Background: an optimization exercise with open tools, aiming at small area, a short achievable clock period and few clock cycles per item. Do not read the settings as production practice. The RTL was checked by simulation tests, not by an equivalence proof against the original design. No activity file was given, so power comes from the tool's default toggle rates.

==> flow/design.v <==
module mx_convert (
    input  wire [31:0]       y,
    input  wire signed [9:0] mt1,
    input  wire [1:0]        sh,
    input  wire [4:0]        em,
    input  wire [6:0]        maxmag,
    input  wire              fp8,
    input  wire              e4m3,
    input  wire              e5m2,
    output wire              sgn,
    output wire [6:0]        mag,
    output wire              sat,
    output wire              ftz,
    output wire              special,
    output wire              sub_nz      
);
    function [9:0] add10(input [9:0] a, input [9:0] b);
        reg [9:0] g, p, gg, pp, g2, p2;
        integer i, d;
        begin
            g = a & b;
            p = a ^ b;
            gg = g;
            pp = p;
            for (d = 1; d < 10; d = d * 2) begin
                g2 = gg;
                p2 = pp;
                for (i = d; i < 10; i = i + 1) begin
                    g2[i] = gg[i] | (pp[i] & gg[i-d]);
                    p2[i] = pp[i] & pp[i-d];
                end
                gg = g2;
                pp = p2;
            end
            add10 = p ^ {gg[8:0], 1'b0};
        end
    endfunction
    wire        s  = y[31];
    wire [7:0]  ef = y[30:23];
    wire [22:0] mf = y[22:0];
    wire sub     = (ef == 8'd0);
    wire h       = ~sub;
    wire is_sp   = (ef == 8'hFF);
    wire o18     = |mf[18:0];
    wire o19     = o18 | mf[19];
    wire o20     = o19 | mf[20];
    wire o21     = o20 | mf[21];
    wire mfnz    = o21 | mf[22];
    wire is_nan  = is_sp & mfnz;
    wire is_zero = sub & ~mfnz;
    wire [3:0] fr3 = {1'b0, mf[22:20]} + {3'd0, mf[19] & (o18 | mf[20])};
    wire [2:0] fr2 = {1'b0, mf[22:21]} + {2'd0, mf[20] & (o19 | mf[21])};
    wire [1:0] fr1 = {1'b0, mf[22]}    + {1'b0, mf[21] & (o20 | mf[22])};
    wire [3:0] r1 = {h, 2'd0} + {1'b0, fr2};
    wire [2:0] r2 = {h, 1'b0} + {1'b0, fr1};
    wire [1:0] r3 = {1'b0, h} + {1'b0, mf[22] & (o21 | h)};
    wire       r4 = h & mfnz;
    wire [3:0] rs0 = (sh == 2'd0) ? r1 : (sh == 2'd1) ? {1'b0, r2} : {2'd0, r3};
    wire [2:0] rs1 = (sh == 2'd0) ? r2 : (sh == 2'd1) ? {1'b0, r3} : {2'd0, r4};
    wire [1:0] rs2 = (sh == 2'd0) ? r3 : (sh == 2'd1) ? {1'b0, r4} : 2'd0;
    wire       rs3 = (sh == 2'd0) ? r4 : 1'b0;
    wire       c   = (sh == 2'd0) ? fr3[3] : (sh == 2'd1) ? fr2[2] : fr1[1];
    wire       tie = e4m3 & ~fr3[3] & (&fr3[2:0]);    
    wire [9:0] E    = add10({2'b00, ef[7:1], ef[0] | sub}, mt1);
    wire       in0  = ~E[9] & ~(|E[8:5]);           
    wire       inm  = E[9] & (&E[8:5]);             
    wire [4:0] El   = E[4:0];
    wire       big  = ~E[9] & ~in0;                 
    wire       ez   = in0 & (El == 5'd0);
    wire       nr   = h & ~E[9] & ~ez;              
    wire [4:0] ex   = El + {4'd0, c};               
    wire [6:0] mag_n = (sh == 2'd0) ? {ex[3:0], fr3[2:0]} :
                       (sh == 2'd1) ? {ex[4:0], fr2[1:0]} : {3'd0, ex[2:0], fr1[0]};
    wire [6:0] mag_s = ez                    ? {3'd0, rs0} :
                       (inm & (El == 5'd31)) ? {4'd0, rs1} :
                       (inm & (El == 5'd30)) ? {5'd0, rs2} :
                       (inm & (El == 5'd29)) ? {6'd0, rs3} : 7'd0;
    wire ovf = h & (big | (in0 & ((El > em) | ((El == em) & (c | tie)))));
    assign special = is_sp;
    assign sub_nz  = sub & mfnz;
    assign sat     = ~is_sp & ovf;
    assign ftz     = ~is_sp & ~is_zero & ~nr & (mag_s == 7'd0);
    assign sgn = s & ~is_nan;
    assign mag = is_nan          ? (fp8 ? 7'h7F : 7'h00) :
                 (is_sp & e5m2)  ? 7'h7C :
                 (is_sp | ovf)   ? maxmag :
                 nr              ? mag_n : mag_s;
endmodule
module mx_convert_sub (
    input  wire [22:0] mf,
    input  wire [4:0]  t,
    input  wire [1:0]  sh,
    output wire [6:0]  mag,
    output wire        ftz
);
    function [4:0] lead1(input [22:0] v);    
        integer i;
        begin
            lead1 = 5'd24;
            for (i = 0; i < 23; i = i + 1)
                if (v[i]) lead1 = 5'd23 - i[4:0];
        end
    endfunction
    function [3:0] rnd(input [22:0] f, input [1:0] s);
        begin
            case (s)
                2'd0:    rnd = {1'b0, f[22:20]} + {3'd0, f[19] & ((|f[18:0]) | f[20])};
                2'd1:    rnd = {2'b00, f[22:21]} + {3'd0, f[20] & ((|f[19:0]) | f[21])};
                default: rnd = {3'b000, f[22]}   + {3'd0, f[21] & ((|f[20:0]) | f[22])};
            endcase
        end
    endfunction
    wire [4:0]  lz1 = lead1(mf);
    wire [23:0] mn  = {1'b0, mf} << lz1;           
    wire [3:0]  fa_ = rnd(mn[22:0], sh);
    wire        ca  = (sh == 2'd0) ? fa_[3] : (sh == 2'd1) ? fa_[2] : fa_[1];
    wire [4:0]  ea  = t + 5'd1 + {4'd0, ca} - lz1;
    wire [6:0]  mag_a = (sh == 2'd0) ? {ea[3:0], fa_[2:0]} :
                        (sh == 2'd1) ? {ea[4:0], fa_[1:0]} : {3'd0, ea[2:0], fa_[0]};
    wire [22:0] mt  = mf << t;
    wire [3:0]  fb_ = rnd(mt, sh);
    wire [6:0]  mag_b = {3'd0, fb_};
    assign mag = (lz1 <= t) ? mag_a : mag_b;
    assign ftz = (lz1 > t) & (fb_ == 4'd0);
endmodule
module mx_crusher (
    input  wire          clk,
    input  wire          rst,
    input  wire          in_valid,
    output wire          in_ready,
    input  wire [1023:0] in_data,       
    input  wire [3:0]    in_fmt,        
    input  wire          in_dynamic,    
    input  wire [7:0]    in_scale,      
    output wire          out_valid,
    input  wire          out_ready,
    output wire [255:0]  out_codes,     
    output reg  [7:0]    out_scale,     
    output wire [5:0]    out_sat,
    output wire [5:0]    out_ftz,
    output reg  [5:0]    out_special
);
    wire f3  = (in_fmt == 4'd3);
    wire f4  = (in_fmt == 4'd4);
    wire f5  = (in_fmt == 4'd5);
    wire f6  = (in_fmt == 4'd6);
    wire fp8 = f3 | f4;
    wire fp6 = f5 | f6;
    wire [7:0] emax1  = f3 ? 8'd7 : f4 ? 8'd14 : f5 ? 8'd3 : 8'd1;
    wire [1:0] sh     = (f3 | f6) ? 2'd0 : (f4 | f5) ? 2'd1 : 2'd2;
    wire [4:0] em     = f3 ? 5'd15 : f4 ? 5'd30 : f5 ? 5'd7 : 5'd3;
    wire [4:0] nemin  = f3 ? 5'd6 : f4 ? 5'd14 : f5 ? 5'd2 : 5'd0;
    wire [6:0] maxmag = f3 ? 7'h7E : f4 ? 7'h7B : fp6 ? 7'h1F : 7'h07;
    function [7:0] amax_f(input [1023:0] d);
        reg [31:0] c;
        reg        any;
        integer    b, i;
        begin
            for (i = 0; i < 32; i = i + 1)
                c[i] = ~(&d[32*i+23 +: 8]);
            for (b = 7; b >= 0; b = b - 1) begin
                any = 1'b0;
                for (i = 0; i < 32; i = i + 1)
                    any = any | (c[i] & d[32*i+23+b]);
                amax_f[b] = any;
                for (i = 0; i < 32; i = i + 1)
                    c[i] = c[i] & (d[32*i+23+b] | ~any);
            end
        end
    endfunction
    wire [7:0] amax_exp = amax_f(in_data);
    wire       dyn_pos = (amax_exp > emax1);
    wire [7:0] scale   = ~in_dynamic ? in_scale : dyn_pos ? amax_exp - emax1 : 8'd0;
    wire [9:0] k0  = {5'd0, nemin} + 10'd1;                  
    wire [9:0] k1  = {2'd0, emax1} + k0;                      
    wire [9:0] mts = k0 - {2'd0, in_scale};
    wire [9:0] mtd = k1 + {2'b11, ~amax_exp} + 10'd1;
    wire signed [9:0] mt1 = ~in_dynamic ? mts : dyn_pos ? mtd : k0;
    wire       need = ~mt1[9];                                
    wire [4:0] tsub = mt1[4:0];                               
    wire [31:0] sgn_v, sat_v, ftz_v, sp_v, snz_v;
    wire [6:0]  mag_v [0:31];
    genvar g;
    generate
        for (g = 0; g < 32; g = g + 1) begin : lane
            mx_convert u_convert (
                .y       (in_data[32*g +: 32]),
                .mt1     (mt1),
                .sh      (sh),
                .em      (em),
                .maxmag  (maxmag),
                .fp8     (fp8),
                .e4m3    (f3),
                .e5m2    (f4),
                .sgn     (sgn_v[g]),
                .mag     (mag_v[g]),
                .sat     (sat_v[g]),
                .ftz     (ftz_v[g]),
                .special (sp_v[g]),
                .sub_nz  (snz_v[g])
            );
        end
    endgenerate
    reg        valid_q;
    reg        busy;         
    reg  [4:0] idx;          
    wire room = ~valid_q | out_ready;
    wire [31:0] ge_idx;
    generate
        for (g = 0; g < 32; g = g + 1) begin : gei
            assign ge_idx[g] = ~busy | (g[4:0] >= idx);
        end
    endgenerate
    wire [31:0] rem = snz_v & ge_idx;
    function [31:0] lowest(input [31:0] v);    
        integer n;
        reg     seen;
        begin
            seen = 1'b0;
            for (n = 0; n < 32; n = n + 1) begin
                lowest[n] = v[n] & ~seen;
                seen = seen | v[n];
            end
        end
    endfunction
    function two_or_more(input [31:0] v);
        integer n;
        reg     one;
        begin
            one = 1'b0;
            two_or_more = 1'b0;
            for (n = 0; n < 32; n = n + 1) begin
                two_or_more = two_or_more | (one & v[n]);
                one = one | v[n];
            end
        end
    endfunction
    function [22:0] pick(input [31:0] s, input [1023:0] d);
        integer n;
        begin
            pick = 23'd0;
            for (n = 0; n < 32; n = n + 1)
                pick = pick | (d[32*n +: 23] & {23{s[n]}});
        end
    endfunction
    function [4:0] enc(input [31:0] s);
        integer n;
        begin
            enc = 5'd0;
            for (n = 0; n < 32; n = n + 1)
                enc = enc | (n[4:0] & {5{s[n]}});
        end
    endfunction
    wire [31:0] sel  = lowest(rem);
    wire        more = need & two_or_more(rem);
    wire [6:0] fb_mag;
    wire       fb_ftz;
    mx_convert_sub u_sub (
        .mf  (pick(sel, in_data)),
        .t   (tsub),
        .sh  (sh),
        .mag (fb_mag),
        .ftz (fb_ftz)
    );
    wire [31:0] inj = sel & {32{need}};
    assign in_ready  = room & ~more;
    assign out_valid = valid_q;
    always @(posedge clk) begin
        if (rst) begin
            valid_q <= 1'b0;
            busy    <= 1'b0;
        end else if (room) begin
            valid_q <= in_valid & ~more;
            busy    <= in_valid & more;
        end
        if (room)
            idx <= enc(sel) + 5'd1;
    end
    reg  [9:0] lane_q [0:31];    
    reg        fp8_q, fp6_q;
    generate
        for (g = 0; g < 32; g = g + 1) begin : res
            always @(posedge clk)
                if (room & (~busy | sel[g]))
                    lane_q[g] <= inj[g] ? {sgn_v[g], fb_mag, 1'b0, fb_ftz}
                                        : {sgn_v[g], mag_v[g], sat_v[g], ftz_v[g]};
        end
    endgenerate
    function [1:0] fa(input a, input b, input c);
        fa = {(a & b) | (a & c) | (b & c), a ^ b ^ c};
    endfunction
    function [5:0] popcount32(input [31:0] v);
        reg [9:0]  s1, c1;
        reg [11:0] w1;
        reg [3:0]  s2, c2;
        reg        s3, c3;
        reg [14:0] w2;
        reg [4:0]  t2_, d2;
        reg [1:0]  t3, d3;
        reg [2:0]  u4, e4;
        reg        u8, e8;
        integer    n;
        begin
            for (n = 0; n < 10; n = n + 1)
                {c1[n], s1[n]} = fa(v[3*n], v[3*n+1], v[3*n+2]);
            w1 = {v[31], v[30], s1};
            for (n = 0; n < 4; n = n + 1)
                {c2[n], s2[n]} = fa(w1[3*n], w1[3*n+1], w1[3*n+2]);
            {c3, s3} = fa(s2[0], s2[1], s2[2]);
            w2 = {c3, c2, c1};
            for (n = 0; n < 5; n = n + 1)
                {d2[n], t2_[n]} = fa(w2[3*n], w2[3*n+1], w2[3*n+2]);
            {d3[0], t3[0]} = fa(t2_[0], t2_[1], t2_[2]);
            {d3[1], t3[1]} = fa(t3[0], t2_[3], t2_[4]);
            {e4[0], u4[0]} = fa(d2[0], d2[1], d2[2]);
            {e4[1], u4[1]} = fa(d2[3], d2[4], d3[0]);
            {e4[2], u4[2]} = fa(u4[0], u4[1], d3[1]);
            {e8, u8} = fa(e4[0], e4[1], e4[2]);
            popcount32 = {e8, u8, u4[2], t3[1], 1'b0} + {5'd0, s3} + {5'd0, s2[3]};
        end
    endfunction
    always @(posedge clk) begin
        if (room & ~busy) begin
            fp8_q       <= fp8;
            fp6_q       <= fp6;
            out_scale   <= scale;
            out_special <= popcount32(sp_v);
        end
    end
    function [255:0] pack(input f8, input f6, input [255:0] l);
        integer k;
        begin
            pack = 256'd0;
            for (k = 0; k < 32; k = k + 1) begin
                if (f8)
                    pack[8*k +: 8] = l[8*k +: 8];
                else if (f6)
                    pack[6*k +: 6] = {l[8*k+7], l[8*k +: 5]};
                else
                    pack[4*k +: 4] = {l[8*k+7], l[8*k +: 3]};
            end
        end
    endfunction
    wire [255:0] lanes_flat;
    wire [31:0]  sat_q, ftz_q;
    generate
        for (g = 0; g < 32; g = g + 1) begin : flat
            assign lanes_flat[8*g +: 8] = lane_q[g][9:2];
            assign sat_q[g] = lane_q[g][1];
            assign ftz_q[g] = lane_q[g][0];
        end
    endgenerate
    assign out_codes = pack(fp8_q, fp6_q, lanes_flat);
    assign out_sat   = popcount32(sat_q);
    assign out_ftz   = popcount32(ftz_q);
endmodule
==> flow/run.sh <==
#!/bin/bash
# synth_recipe.tcl (not shown) runs the flow's synth.tcl, then flattens the netlist and writes it again
# the make line also repeats each setting of config.mk as NAME=value (left out here)
make -C /OpenROAD-flow-scripts/flow DESIGN_CONFIG=/design/flow/config.mk WORK_HOME=/design/flow/orfs CLKGATE_MAP_FILE= SYNTH_SCRIPT=/design/flow/synth_recipe.tcl finish
==> flow/config.mk <==
export PLATFORM = sky130hd
export DESIGN_NAME = mx_crusher
export DESIGN_NICKNAME = mx_crusher
export VERILOG_FILES = /design/flow/design.v
export SDC_FILE = /design/flow/constraint.sdc
export NUM_CORES = 4
export LEC_CHECK = 0
export CAP_MARGIN = 20
export CORE_MARGIN = 2
export CORE_UTILIZATION = 60
export SLEW_MARGIN = 20
==> flow/constraint.sdc <==
create_clock -name core_clock -period 22.0 [get_ports {clk}]
set_input_delay 4.4000 -clock core_clock [delete_from_list [all_inputs] [get_ports {clk}]]
set_output_delay 4.4000 -clock core_clock [all_outputs]
set_load 0.01 [all_outputs]
==> results of run 1 <==
cell families after synthesis:
logic type	count (synthesis)	share of synthesized area, %
compound gates	3522	33.3
xor+xnor	398	4.69
buf+inv	1103	5.85
fa+ha+maj	859	15.6
flops	343	13.8
mux	208	2.82
simple gates	3515	23.9
==> results.cfg, run 1 <==
[floorplanning]
rows = 129
start_util_pct = 60.2
die_width_um = 356
die_h_um = 356

[synthesis]
yosysSeqAreaShare_pct = 13.8
syn_inst = 9948
synth_area_sq_mm = 0.0743
ys_async_sr_fraction_pct = 0
synth_common_cells = nand2_1 (904), a21oi_1 (780), ha_1 (738)
synth_edf_count = 341
synth_nets = 11800
synth_top_area_share_pct = 13.8
synth_most_common_cell = nand2_1
ys.flop_type = edfxtp_1
ys_top_cells_by_area = edfxtp_1 (14%), ha_1 (12%), a21oi_1 (5.3%)
syn_avg_cell_area_sq_um = 7.46
synth_largest_area_cell = edfxtp_1
ys_ff_latch = 343
synth_cell_types = 117
yosysWarnings = 5

[status]
failed_stage = I/O pin placement
outcome = aborted with a tool error
tool.error = [ERROR PPL-0024] Number of IO pins (1325) exceeds maximum number of available positions (1286). Increase the die perimeter from 1423.16um to 1802.00um.
Testbench counts, summed over its fixed seeds: cycles 787, items 768.
==> run 2: changes to the inputs <==
--- a/flow/design.v
+++ b/flow/design.v
@@ -151,21 +151,38 @@
     wire [4:0] em     = f3 ? 5'd15 : f4 ? 5'd30 : f5 ? 5'd7 : 5'd3;
     wire [4:0] nemin  = f3 ? 5'd6 : f4 ? 5'd14 : f5 ? 5'd2 : 5'd0;
     wire [6:0] maxmag = f3 ? 7'h7E : f4 ? 7'h7B : fp6 ? 7'h1F : 7'h07;
+    function [2:0] top8(input [7:0] v);
+        top8 = v[7] ? 3'd7 : v[6] ? 3'd6 : v[5] ? 3'd5 : v[4] ? 3'd4 :
+               v[3] ? 3'd3 : v[2] ? 3'd2 : v[1] ? 3'd1 : 3'd0;
+    endfunction
     function [7:0] amax_f(input [1023:0] d);
         reg [31:0] c;
-        reg        any;
-        integer    b, i;
+        reg [7:0]  o1, o2, e;
+        reg [3:0]  o3;
+        reg [2:0]  a1, a2;
+        integer    i;
         begin
-            for (i = 0; i < 32; i = i + 1)
-                c[i] = ~(&d[32*i+23 +: 8]);
-            for (b = 7; b >= 0; b = b - 1) begin
-                any = 1'b0;
-                for (i = 0; i < 32; i = i + 1)
-                    any = any | (c[i] & d[32*i+23+b]);
-                amax_f[b] = any;
-                for (i = 0; i < 32; i = i + 1)
-                    c[i] = c[i] & (d[32*i+23+b] | ~any);
+            o1 = 8'd0;
+            for (i = 0; i < 32; i = i + 1) begin
+                e = d[32*i+23 +: 8];
+                c[i] = ~(&e);
+                o1 = o1 | ({7'd0, c[i]} << e[7:5]);
+            end
+            a1 = top8(o1);
+            o2 = 8'd0;
+            for (i = 0; i < 32; i = i + 1) begin
+                e = d[32*i+23 +: 8];
+                c[i] = c[i] & (e[7:5] == a1);
+                o2 = o2 | ({7'd0, c[i]} << e[4:2]);
             end
+            a2 = top8(o2);
+            o3 = 4'd0;
+            for (i = 0; i < 32; i = i + 1) begin
+                e = d[32*i+23 +: 8];
+                c[i] = c[i] & (e[4:2] == a2);
+                o3 = o3 | ({3'd0, c[i]} << e[1:0]);
+            end
+            amax_f = {a1, a2, o3[3] ? 2'd3 : o3[2] ? 2'd2 : o3[1] ? 2'd1 : 2'd0};
         end
     endfunction
     wire [7:0] amax_exp = amax_f(in_data);
@@ -251,8 +268,17 @@
                 enc = enc | (n[4:0] & {5{s[n]}});
         end
     endfunction
+    wire [31:0] low32;
+    generate
+        for (g = 0; g < 32; g = g + 1) begin : l32
+            wire [7:0] e = in_data[32*g+30 -: 8];
+            assign low32[g] = (e[7:5] == 3'd0) | (&e);
+        end
+    endgenerate
+    wire        need_fast = in_dynamic ? (&low32) : ({1'b0, in_scale} <= {4'd0, nemin} + 9'd1);
+    reg         need_q;
     wire [31:0] sel  = lowest(rem);
-    wire        more = need & two_or_more(rem);
+    wire        more = (busy ? need_q : need_fast) & two_or_more(rem);
     wire [6:0] fb_mag;
     wire       fb_ftz;
     mx_convert_sub u_sub (
@@ -273,8 +299,11 @@
             valid_q <= in_valid & ~more;
             busy    <= in_valid & more;
         end
-        if (room)
+        if (room) begin
             idx <= enc(sel) + 5'd1;
+            if (~busy)
+                need_q <= need;
+        end
     end
     reg  [9:0] lane_q [0:31];    
     reg        fp8_q, fp6_q;
==> flow/flow/run.sh (new file) <==
#!/bin/bash
# Layout flow: the standard layout (standard.sh), with the port buffers
# that global placement puts on every input and output made as plain
# sky130_fd_sc_hd__buf_1 cells instead of the cell buffer_ports picks by
# default (clkdlybuf4s50_1, a slower and larger delay buffer). Everything
# else, synthesis included, is the standard flow.
set -euo pipefail
bash standard.sh "BUFFER_PORTS_ARGS=-buffer_cell sky130_fd_sc_hd__buf_1" finish > standard_flow.log 2>&1
==> flow/standard.sh (new file) <==
#!/bin/bash
# synth_recipe.tcl (not shown) runs the flow's synth.tcl, then flattens the netlist and writes it again
# the make line also repeats each setting of config.mk as NAME=value (left out here)
make -C /OpenROAD-flow-scripts/flow DESIGN_CONFIG=/design/flow/config.mk WORK_HOME=/design/flow/orfs CLKGATE_MAP_FILE= SYNTH_SCRIPT=/design/flow/synth_recipe.tcl "${@:-finish}"
--- a/flow/config.mk
+++ b/flow/config.mk
@@ -7,5 +7,6 @@
 export LEC_CHECK = 0
 export CAP_MARGIN = 20
 export CORE_MARGIN = 2
-export CORE_UTILIZATION = 60
+export CORE_UTILIZATION = 30
+export PLACE_DENSITY = 0.5
 export SLEW_MARGIN = 20
removed: flow/run.sh
==> run 2 against run 1 <==
Net effect: the run now finishes clean; area after synthesis up 5.2%; synthesized cell count up 7.5%.
==> results.cfg, run 2 <==
[timing]
clock_skew_ps = 80.3
fin_crit_sh_pct = 92.1
worstMarginPinSlew_ps = 1390
setup_viol = 0
tns_ps = 0
fmax_mhz = 49.4
slew_headroom_pct = 7.00
drv_slew = 0
rsz0062_at_grt = false
finalHoldViolCount = 0
fin_crit_ps = 20250

[power_and_ir_drop]
pwr-share-comb_pct = 77.6
ir_drop_mv = 0.270
clkPwrFrac_pct = 9.4
power.internal_mw = 3.51
switchingPower_mw = 5.26
seq_power_share_pct = 13.0
switching_share_pct = 60.0
leakage_nw = 35.9
power_density_mw_per_mm2 = 94.1

[routing]
vias = 114000
wl_mm = 787
first_iter_violations = 21900
drtPass1Iterations = 10
via_per_inst = 7.24
drt-wirelength-per-cell_um = 50.0
drc = 0
ant_nets = 0

[grt]
grt_max_degree = 263
grt_pass1_vias = 99900
antenna_found_initial = 202
overflow = 0
grtUsageTotal_pct = 56.3
grt_pass1_wl_mm = 995

[setup_path]
start_kind = primary input
crit_required_ps = 22380
cp_max_fo = 26
crit_family = simple AND/OR/NAND/NOR gates
cp_slowest_stage_delay_ps = 940
crit_top_cell = a21oi_1
worstSetupPathType = primary input to flop
end_kind = flop
rrSetupSlack_ps = 7900
cp_slowest_cell = nor4_1
cp_num_buf_inv = 11
cp.arrival_ps = 20640

[synthesis]
synth_area_sq_mm = 0.0781
syn_inst = 10700
ys.flop_type = edfxtp_1
ys_ff_latch = 344
synth_largest_area_cell = edfxtp_1
synth_edf_count = 342
yosysWarnings = 5
synth_top_area_share_pct = 13.1
ys_async_sr_fraction_pct = 0
syn_avg_cell_area_sq_um = 7.30
yosysSeqAreaShare_pct = 13.2
ys_top_cells_by_area = edfxtp_1 (13%), ha_1 (12%), a21oi_1 (4.9%)
synth_cell_types = 111
synth_nets = 12600
synth_most_common_cell = nand2_1
synth_common_cells = nand2_1 (993), nor2_1 (832), a21oi_1 (758)

[placement]
place_inst = 15500
dp_hpwl_mm = 652
portBuffers = 1324
gp_congestion = 1.17

[cells_and_area]
seq_area_sq_mm = 0.0103
layout-drive-gt1-share_pct = 8.76
final_common_cell = buf_1
largest_registers = lane_q: 320 flops, out_scale: 8 flops, out_special: 6 flops
area_delta_synth_final_pct = 19.3
largest_register_ff_count = 320
final_nets = 14000
multi_input_area_sq_mm = 0.0641
regMostFlops = lane_q
n_fill_cell = 28000
instances_no_fill = 15700
final_cell_mix = buf_1 (1297), nand2_1 (989), nor2_1 (818)

[clock_tree]
cts_made_buffers = 46
ctsHoldBuffers = 0
clk_pin_slew_ps = 70
cts.sinks = 344
clock_latency_ps = 710
clock_path_buffers = 3
cts_root_buf = clkbuf_16
tritoncts = built
htreeDepth = 2
post_cts_buffers = 0
cts_resized = 0

[floorplanning]
start_util_pct = 30.1
coreArea_sq_mm = 0.259
die_width_um = 514
rows = 187
die_h_um = 514
ios = 1325
fp.dieArea_sq_mm = 0.265

[status]
outcome = no timing/DRC/antenna violations

[hold_path]
holdCritPathClass = flop to flop

[flow_run]
cap_viol_max_count = 0
==> run 2: per-stage QoR <==
step / util (%) / power, mW / hold WS [ps] / setup WS [ps] / instance area (sq um)
2_1_floorplan: - / 4.42 / 693 / 3590 / 78100
3_3_place_gp: 35.1 / 7.38 / 748 / 1800 / 90900
3_5_place_dp: 35.1 / 7.46 / 725 / 2110 / 91100
4_1_cts: 35.7 / 8.28 / 739 / 2740 / 92600
5_1_grt: 35.8 / 8.90 / 807 / 1590 / 92800
6_report: 36.0 / 8.77 / 784 / 1750 / 93200
==> run 2: final timing paths <==
path / startpoint / depth (start not counted) / endpoint
worst max-delay path: in_data[702] / 56 / lane_q[6][4]
worst min-delay path: busy / 2 / busy
worst max register to register: idx[4] / 33 / lane_q[6][5]
worst min register to register: busy / 2 / busy
==> run 2: worst min-delay path: cells and delay by family (launching register included) <==
family	cells	cell delay, ps
flops	1	530
simple gates	1	140
compound gates	1	70
==> run 2: final cells by class <==
class / count / area share, %
antenna: 182 / 0.489
clock buffer: 52 / 1.28
clock inverter: 30 / 0.349
inverter: 492 / 1.98
multi-input combinational: 9180 / 68.7
sequential: 344 / 11.1
tap: 3402 / 4.57
timing repair buffer: 2044 / 11.5
==> run 2: power groups by stage <==
| stage | registers [mW] | logic [mW] | clock network (mW) |
|---|---|---|---|
| floorplan | 0.945 | 3.47 | 0 |
| global placement | 1.13 | 6.25 | 0 |
| detailed placement | 1.12 | 6.33 | 0 |
| CTS | 1.11 | 6.36 | 0.809 |
| global route | 1.12 | 6.95 | 0.830 |
| finish | 1.14 | 6.80 | 0.822 |
==> run 2: metal layers <==
layer | vias to the layer above | wire length, um | track usage, %
met3 | 2448 | 140000 | 34.4
met5 | - | 1350 | 0.584
met2 | 11400 | 277000 | 69.2
met1 | 55700 | 296000 | 69.0
met4 | 104 | 73000 | 42.6
li1 | 44200 | - | -
==> run 2: cells by family after synthesis <==
group           count (synthesis)  synth area share (%)
simple gates                 4216                  27.4
mux                           256                  3.34
compound gates               3370                  29.9
fa+ha+maj                     859                  14.8
buf+inv                      1175                  5.89
flops                         344                  13.2
xor+xnor                      479                  5.37
Testbench counts of run 2, summed over its fixed seeds: cycles 787, items 768.

[re-timing with driven ports]
In the flow no input, the clock included, has a driving cell. The finished layout below was timed again as built, in two steps.
Step 1: set_driving_cell puts a clkbuf_16 on clk and a buf_2 on each other input, an assumption about the parent block.
Step 2 moves the port delays by t, midway between the first and last clock arrival at a register: inputs arrive t later, outputs are due t later. That takes back most of the time a late clock gives input paths.
Three values: ideal, step 1, step 2; two values: the first two.
run: run 2
shift t [ns]: 0.804
slack for setup (ns): 1.746 / 1.825 / 1.021
worst hold slack (ns): 0.784 / 0.784 / 0.784
After both steps setup and hold are still met in run 2. For run 2, drivers alone change the setup slack by +0.079 ns; drivers and shift together by -0.725 ns.
